Source: an optimization exercise on an open RTL-to-GDS flow (aim: small area, a short achievable clock period and few clock cycles per item). Production flows keep margins and buffers that such runs may drop.
Function was checked by simulation only, so behaviour that the tests miss may differ from the original.
No activity file was given, so power comes from the tool's default toggle rates.

## design/flow/design.v

```verilog
module ext48_mac (
    input  wire        clk,
    input  wire [31:0] c,        
    input  wire [47:0] v,        
    input  wire        first,    
    output reg  [47:0] r
);
    wire        m_zero = (c[30:23] == 8'd0) || (v[46:39] == 8'd0);
    wire [63:0] m_prod = {1'b1, c[22:0]} * {1'b1, v[38:0]};
    wire [9:0]  m_exp  = {2'b00, c[30:23]} + {2'b00, v[46:39]} - 10'd127;
    reg  [63:0] p_sig;
    reg  [9:0]  p_exp;
    reg         p_sign;
    reg         p_zero;
    always @(posedge clk) begin
        p_sig  <= m_prod;
        p_exp  <= m_exp;
        p_sign <= c[31] ^ v[47];
        p_zero <= m_zero;
    end
    wire [47:0] acc    = first ? 48'd0 : r;
    wire        c_zero = (acc[46:39] == 8'd0);
    wire        c_sign = acc[47];
    wire [9:0]  c_exp  = {2'b00, acc[46:39]};
    wire [63:0] c_sig  = {1'b1, acc[38:0], 24'd0};
    wire [63:0] ps     = p_sig[63] ? p_sig : {p_sig[62:0], 1'b0};
    wire [9:0]  pe     = p_exp + {9'd0, p_sig[63]};
    wire        pe_gt  = $signed(pe) > $signed(c_exp);
    wire        pe_eq  = (pe == c_exp);
    wire        p_big  = !p_zero && (c_zero || pe_gt || (pe_eq && ps >= c_sig));
    wire        both   = !p_zero && !c_zero;
    wire [63:0] big_sig  = p_big ? ps     : c_sig;
    wire [9:0]  big_exp  = p_big ? pe     : c_exp;
    wire        big_sign = p_big ? p_sign : c_sign;
    wire [63:0] sml_sig  = p_big ? c_sig  : ps;
    wire [9:0]  sml_exp  = p_big ? c_exp  : pe;
    wire [9:0]  diff   = big_exp - sml_exp;
    wire [6:0]  sh     = (diff[9:7] != 3'd0) ? 7'd127 : diff[6:0];
    wire [63:0] shr    = sml_sig >> sh;
    wire [63:0] lost   = sml_sig & ~({64{1'b1}} << sh);
    wire [64:0] sml_f  = both ? {1'b0, shr[63:1], shr[0] | (|lost)} : 65'd0;
    wire [64:0] big_f  = {1'b0, big_sig};
    wire        eff_sub = p_sign ^ c_sign;
    wire [64:0] sum    = (both && eff_sub) ? big_f - sml_f : big_f + sml_f;
    reg  [64:0] s_sum;
    reg  [9:0]  s_exp;
    reg         s_sign;
    reg         s_keep;    
    always @(posedge clk) begin
        s_sum  <= sum;
        s_exp  <= big_exp;
        s_sign <= (p_zero && c_zero) ? c_sign : big_sign;
        s_keep <= p_zero && c_zero;
    end
    reg  [6:0]   lz;
    integer      i;
    always @(*) begin
        lz = 7'd65;
        for (i = 0; i < 65; i = i + 1)
            if (s_sum[i]) lz = 7'd64 - i[6:0];
    end
    wire [64:0] norm    = s_sum << lz;
    wire [9:0]  n_exp   = s_exp + 10'd1 - {3'd0, lz};
    wire [39:0] keep    = norm[64:25];
    wire        rbit    = norm[24];
    wire        sticky  = |norm[23:0];
    wire        inc     = rbit & (sticky | keep[0]);
    wire [40:0] rounded = {1'b0, keep} + {40'd0, inc};
    wire [9:0]  r_exp   = n_exp + {9'd0, rounded[40]};
    wire [38:0] r_frac  = rounded[40] ? 39'd0 : rounded[38:0];
    always @(posedge clk) begin
        if (s_keep)
            r <= {s_sign, 47'd0};
        else if (s_sum == 65'd0)
            r <= 48'd0;
        else if ($signed(r_exp) < 10'sd1)
            r <= {s_sign, 47'd0};
        else if ($signed(r_exp) > 10'sd255)
            r <= {s_sign, 8'hFF, {39{1'b1}}};
        else
            r <= {s_sign, r_exp[7:0], r_frac};
    end
endmodule
module biquad_chain (
    input  wire        clk,
    input  wire        rst,
    input  wire        coef_we,
    input  wire [3:0]  coef_sel,
    input  wire [31:0] coef_data,
    input  wire        in_valid,
    output wire        in_ready,
    input  wire [31:0] in_x,
    output reg         out_valid,
    output reg  [31:0] out_y
);
    function [47:0] f32_to_ext;
        input [31:0] f;
        begin
            f32_to_ext = {f[31], f[30:23], f[22:0], 16'd0};
        end
    endfunction
    function [31:0] ext_to_port;
        input [47:0] v;
        reg   [24:0] m;
        reg   [8:0]  e;
        begin
            if (v[46:39] == 8'd0) begin
                ext_to_port = {v[47], 31'd0};
            end else begin
                m = {2'b01, v[38:16]} + {24'd0, v[15] & ((|v[14:0]) | v[16])};
                e = {1'b0, v[46:39]};
                if (m[24]) begin
                    e = e + 9'd1;
                    m = {2'b01, 23'd0};
                end
                if (e > 9'd135 || (e == 9'd135 && m[22:0] != 23'd0))
                    ext_to_port = {v[47], 8'd135, 23'd0};
                else
                    ext_to_port = {v[47], e[7:0], m[22:0]};
            end
        end
    endfunction
    function [2:0] slot_of;
        input [2:0] idx;
        begin
            case (idx)
                3'd0:    slot_of = 3'd0;
                3'd1:    slot_of = 3'd2;
                3'd2:    slot_of = 3'd4;
                3'd3:    slot_of = 3'd1;
                default: slot_of = 3'd3;
            endcase
        end
    endfunction
    function [2:0] mod5;
        input [3:0] a;
        begin
            mod5 = (a >= 4'd10) ? a - 4'd10 : (a >= 4'd5) ? a - 4'd5 : a[2:0];
        end
    endfunction
    reg  [4:0] ph;         
    reg        rdy;
    reg        v0, v1, v2;    
    reg        w0, w1, w2;    
    assign in_ready = rdy;
    wire accept = in_valid && rdy;
    wire [2:0] phn = ph[0] ? 3'd0 : ph[1] ? 3'd1 : ph[2] ? 3'd2 : ph[3] ? 3'd3 : 3'd4;
    reg [31:0] cr0 [0:4];
    reg [31:0] cr1 [0:4];
    wire        we0  = coef_we && (coef_sel < 4'd5);
    wire        we1  = coef_we && (coef_sel >= 4'd5) && (coef_sel < 4'd10);
    wire [2:0]  idx0 = coef_sel[2:0];
    wire [3:0]  sel5 = coef_sel - 4'd5;
    wire [2:0]  idx1 = sel5[2:0];
    wire [31:0] wdat0 = {coef_data[31] ^ (idx0 >= 3'd3), coef_data[30:0]};
    wire [31:0] wdat1 = {coef_data[31] ^ (idx1 >= 3'd3), coef_data[30:0]};
    wire [2:0]  tgt0 = mod5({1'b0, slot_of(idx0)} + 4'd4 - {1'b0, phn});
    wire [2:0]  tgt1 = mod5({1'b0, slot_of(idx1)} + 4'd6 - {1'b0, phn});
    integer k;
    always @(posedge clk) begin
        if (rst) begin
            for (k = 0; k < 5; k = k + 1) begin
                cr0[k] <= (k == 0) ? 32'h3F80_0000 : 32'd0;
                cr1[k] <= (k == 2) ? 32'h3F80_0000 : 32'd0;
            end
        end else begin
            for (k = 0; k < 5; k = k + 1) begin
                cr0[k] <= (we0 && tgt0 == k) ? wdat0 : cr0[(k + 1) % 5];
                cr1[k] <= (we1 && tgt1 == k) ? wdat1 : cr1[(k + 1) % 5];
            end
        end
    end
    reg  [31:0] xn, x1, x2;       
    reg  [47:0] y1, y2, y3;       
    reg  [47:0] z1, z2;           
    wire [47:0] r0, r1;
    reg  [47:0] v0op, v1op;
    always @(*) begin
        case (1'b1)
            ph[0]:   v0op = f32_to_ext(xn);
            ph[1]:   v0op = v2 ? r0 : y1;
            ph[2]:   v0op = f32_to_ext(x1);
            ph[3]:   v0op = y2;
            default: v0op = f32_to_ext(x2);
        endcase
        case (1'b1)
            ph[2]:   v1op = y1;
            ph[3]:   v1op = w2 ? r1 : z1;
            ph[4]:   v1op = y2;
            ph[0]:   v1op = z2;
            default: v1op = y3;
        endcase
    end
    reg first0, first1;    
    always @(posedge clk) begin
        first0 <= ph[0];
        first1 <= ph[2];
    end
    ext48_mac u_mac0 (.clk(clk), .c(cr0[0]), .v(v0op), .first(first0), .r(r0));
    ext48_mac u_mac1 (.clk(clk), .c(cr1[0]), .v(v1op), .first(first1), .r(r1));
    always @(posedge clk) begin
        if (rst) begin
            ph        <= 5'b00001;
            rdy       <= 1'b0;
            v0 <= 1'b0; v1 <= 1'b0; v2 <= 1'b0;
            w0 <= 1'b0; w1 <= 1'b0; w2 <= 1'b0;
            x1 <= 32'd0; x2 <= 32'd0;
            y1 <= 48'd0; y2 <= 48'd0; y3 <= 48'd0;
            z1 <= 48'd0; z2 <= 48'd0;
            out_valid <= 1'b0;
        end else begin
            ph  <= {ph[3:0], ph[4]};
            rdy <= ph[3];
            if (ph[4]) begin
                v0 <= accept; v1 <= v0; v2 <= v1;
                xn <= in_x;
                if (v0) begin
                    x1 <= xn;
                    x2 <= x1;
                end
            end
            if (ph[1]) begin
                w0 <= v2; w1 <= w0; w2 <= w1;
                if (v2) begin
                    y1 <= r0;
                    y2 <= y1;
                    y3 <= y2;
                end
            end
            out_valid <= ph[3] && w2;
            if (ph[3] && w2) begin
                z1 <= r1;
                z2 <= z1;
                out_y <= ext_to_port(r1);
            end
        end
    end
endmodule
```

## design/flow/run.sh

```bash
#!/bin/bash
# synth_recipe.tcl (not shown) runs the flow's synth.tcl, then flattens the netlist and writes it again
# the make line also repeats each setting of config.mk as NAME=value (left out here)
make -C /OpenROAD-flow-scripts/flow DESIGN_CONFIG=/design/flow/config.mk WORK_HOME=/design/flow/orfs CLKGATE_MAP_FILE= SYNTH_SCRIPT=/design/flow/synth_recipe.tcl finish
```

## design/flow/config.mk

```make
export PLATFORM = sky130hd
export DESIGN_NAME = biquad_chain
export DESIGN_NICKNAME = biquad_chain
export VERILOG_FILES = /design/flow/design.v
export SDC_FILE = /design/flow/constraint.sdc
export NUM_CORES = 4
export LEC_CHECK = 0
export CAP_MARGIN = 20
export CORE_MARGIN = 2
export CORE_UTILIZATION = 25
export PLACE_DENSITY = 0.4
export SLEW_MARGIN = 20
```

## design/flow/constraint.sdc

```tcl
create_clock -name core_clock -period 36.0 [get_ports {clk}]
set_input_delay 7.2000 -clock core_clock [delete_from_list [all_inputs] [get_ports {clk}]]
set_output_delay 7.2000 -clock core_clock [all_outputs]
set_load 0.01 [all_outputs]
```

==> impl_metrics.yaml <==
floorplanning:
  num_io_pins: 106
  die_h_um: 764
  fp.dieW_um: 764
  fp-row-count: 279
  core_um2: 576000
  dieArea_um2: 583000
  start_util_pct: 25.0
power_and_ir_drop:
  ir_worst_vdd_mv: 0.0789
  power_switching_share_pct: 58.3
  leakage_uw: 0.0644
  p_int_uw: 5410
  power.density_nw_per_um2: 81.7
  power_frac_comb_pct: 74.3
  p_sw_uw: 7580
  p_seq_share_pct: 14.5
  p_clk_share_pct: 11.2
yosys:
  synth_edf_count: 64
  syn_inst: 18200
  synth_compound_area_share_pct: 16.9
  synth_top_family_by_area: "adder cells"
  syn_nets: 20600
  synthDistinctLibCells: 128
  async_flop_share_pct: 0
  synth-seq-cells: 1104
  avgSynthCellArea_um2: 7.95
  synthFlopType: "dfxtp_1"
  netlist_area_um2: 144000
  synth-simple-area-share_pct: 20.1
  synth_fa_ha_area_share_pct: 29.2
  ys_warn_count: 6
  synth_xor_area_share_pct: 3.09
  synth_mux_area_share_pct: 6.49
  seq_area_frac_synth_pct: 15.8
clock_network:
  clkLatencyLatePin_ns: 0.87
  holdBufCountCts: 0
  cts_buffers: 140
  tritoncts: "built"
  h-tree-depth: 4
  cts_buffer_depth: 4
  cts_resized: 0
  cts_root_buf: "clkbuf_16"
  cts_sinks: 1104
  path_clk_slew_ns: 0.08
  postCtsSetupBuffers: 0
sta:
  worst_slack_ns: 19.99
  fin_crit_sh_pct: 44.5
  worst_pin_slew_ns: 1.33
  hold_viol_final: 0
  slew_headroom_pct: 10.4
  fin_crit_ns: 16.01
  final-setup-viol-count: 0
  max_freq_ghz: 0.0625
  hold_slack_ns: 0.417
  rsz0062_at_grt: "false"
  skew_ns: 0.0852
  final-max-slew-violation-count: 0
  tns_ns: 0
critical_path:
  crit_arrival_ns: 16.76
  crit_path_start_kind: "register"
  cp-end-kind: "register"
  crit_top_cell: "ha_1"
  r2r_end: "u_mac0.s_sum[62]"
  cp_max_fo: 52
  crit_type: "register to register"
  critPathSlowestCell: "a2111oi_0"
  reg2reg_from: "u_mac0.p_sig[63]"
  worst_ep_required_time_ns: 36.75
  crit_path_max_incr_delay_ns: 0.75
  rrSetupSlack_ns: 19.99
  rr_worst_depth: 49
routing:
  ant_nets: 0
  wl_per_cell_um: 27.4
  num_vias: 133000
  viasPerCell: 5.25
  drt_iter0_drc: 13100
  first_pass_iters: 7
  wirelength_um: 695000
  drc: 0
min_path:
  whs_path_depth: 2
  hold_end: "cr1[0][3]"
  hold_start: "cr1[1][3]"
  min-delay-path-class: "register to register"
status:
  outcome: "complete, no violations"
final_layout:
  layout_common_cells: "nand2_1 (2875), inv_1 (1942), fa_1 (1678), nor2_1 (1201), a21oi_1 (1093)"
  final_common_cell: "nand2_1"
  area_delta_synth_final_pct: 10.3
  finalNetCount: 20100
  final_layout_size_suffix_gt1_share_pct: 6.90
grt:
  antenna_found_initial: 85
  grt_max_degree: 181
  grt_usage_pct: 23.2
  grt_pass1_wl_um: 997000
  grt_pass1_vias: 132000
  gr-total-overflow: 0
placed_design:
  pre_cts_ws_ns: 20.16
  gp_congestion: 0.984
  port_buffers: 105
  hpwlAfterDp_um: 536000
flow_run:
  maxCapViolCount: 0
[sequential cells by signal, summed over array words and instances (netlist names), 10 cells and up]
register and flops:
x1 32, cr1 160, u_mac0.p_sig 64, cr0 160
u_mac0.r 48, u_mac0.s_exp 10, z1 48, u_mac1.p_exp 10
x2 32, xn 32, u_mac1.r 48, u_mac1.p_sig 64
u_mac1.s_sum 65, u_mac0.p_exp 10, y1 48, out_y 32
u_mac0.s_sum 65, z2 48, u_mac1.s_exp 10, y3 48
y2 48
[per-layer routing]
layer	vias up	GRT usage, %	share of wire (%)
met1	67400	32.0	45
met5	-	0	0.0096
met3	1133	2.81	5.9
met4	10	10.2	5.3
li1	59800	-	-
met2	4908	36.4	44
[critical path, delay by kind of cell (launching register included)]
kind	cells	cell delay (ns)
compound gates	25	8.00
simple gates	12	3.27
fa+ha+maj	5	1.64
buf+inv	3	1.14
xor+xnor	3	0.68
flops	1	0.66
mux	1	0.40
[logic make-up after synthesis]
kind of cell	count (synthesis)
mux	876
flops	1104
buf+inv	3187
xor+xnor	508
simple gates	6343
fa+ha+maj	2358
compound gates	3781
[layout make-up]
type,count,area [um^2]
well taps,7587,9490
clock inverters,58,613
fillers,63200,417000
repair buffers,573,4620
inverters,1954,7340
multi-input cells,13900,110000
flip-flops and latches,1104,22800
diodes,41,103
clock buffers,188,3970
[power groups by stage]
stage	logic [uW]	registers (uW)	clock network, uW
2_1_floorplan	6120	1610	0
3_3_place_gp	9460	1890	0
3_5_place_dp	9350	1890	0
4_1_cts	9400	1870	1500
5_1_grt	10200	1890	1550
6_report	9660	1880	1460
[synth_stat cells, types with 138 or more instances]
cell	number	area [um^2]
a21o_1	147	1100
a211oi_1	159	1190
a21oi_1	1097	5490
o21ai_0	859	4300
inv_1	1943	7290
dfxtp_1	1040	20800
nand2_1	2883	10800
mux2i_1	704	7050
xor2_1	199	1740
a31oi_1	163	1020
xnor2_1	307	2690
nand3_1	380	1900
clkbuf_1	998	3750
and2_1	722	4520
nand2b_1	138	863
fa_1	1678	33600
nor2_1	1229	4610
nor3_1	254	1270
o211ai_1	150	1130
ha_1	678	8480
[worst max-delay path by stage]
| stage | from | end | slack, ns |
|---|---|---|---|
| 6_report | u_mac0.p_sig[63] | u_mac0.s_sum[62] | 19.99 |
| 5_1_grt | u_mac0.p_sig[63] | u_mac0.s_sum[64] | 18.97 |
| 4_1_cts | u_mac0.p_sig[63] | u_mac0.s_sum[62] | 20.12 |
| 3_5_place_dp | u_mac0.p_sig[63] | u_mac0.s_sum[62] | 20.16 |
| 3_3_place_gp | u_mac0.p_sig[63] | u_mac0.s_sum[62] | 20.03 |
| 2_1_floorplan | u_mac1.p_sig[63] | u_mac1.s_sum[61] | 23.10 |
[through the flow]
step	area [um^2]	cells	total power [uW]	util, %
2_1_floorplan	144000	18200	7730	-
3_3_place_gp	154000	25100	11400	26.8
3_5_place_dp	154000	25100	11200	26.8
4_1_cts	159000	25300	12800	27.6
5_1_grt	159000	25400	13600	27.6
6_report	159000	25400	13000	27.6
Testbench counts, summed over its fixed seeds: cycles 20,648, items 4,096.

static timing again, ports no longer ideal:
Ports are ideal in the flow. The routed layout listed here was re-timed in OpenROAD. Step 1: set_driving_cell puts a clkbuf_16 on clk and a buf_2 on each other input, an assumption about the parent block. Step 2 times the ports against the registers' clock, not the clock port: input delays grow and output delays shrink by t, the midpoint of the rising clock arrivals with the driver on. a / b / c = ideal / step 1 / step 2; a / b = the first two.
t (ns): 0.953
setup slack, ns: 19.994 / 19.994 / 19.994
clock arrival spread, ns: 0.093 / 0.094
worst register clock-pin slew, ns: 0.08 / 0.08
After both steps setup and hold are still met in this run. For this run, drivers alone change the setup slack by 0.000 ns; drivers and shift together by 0.000 ns.
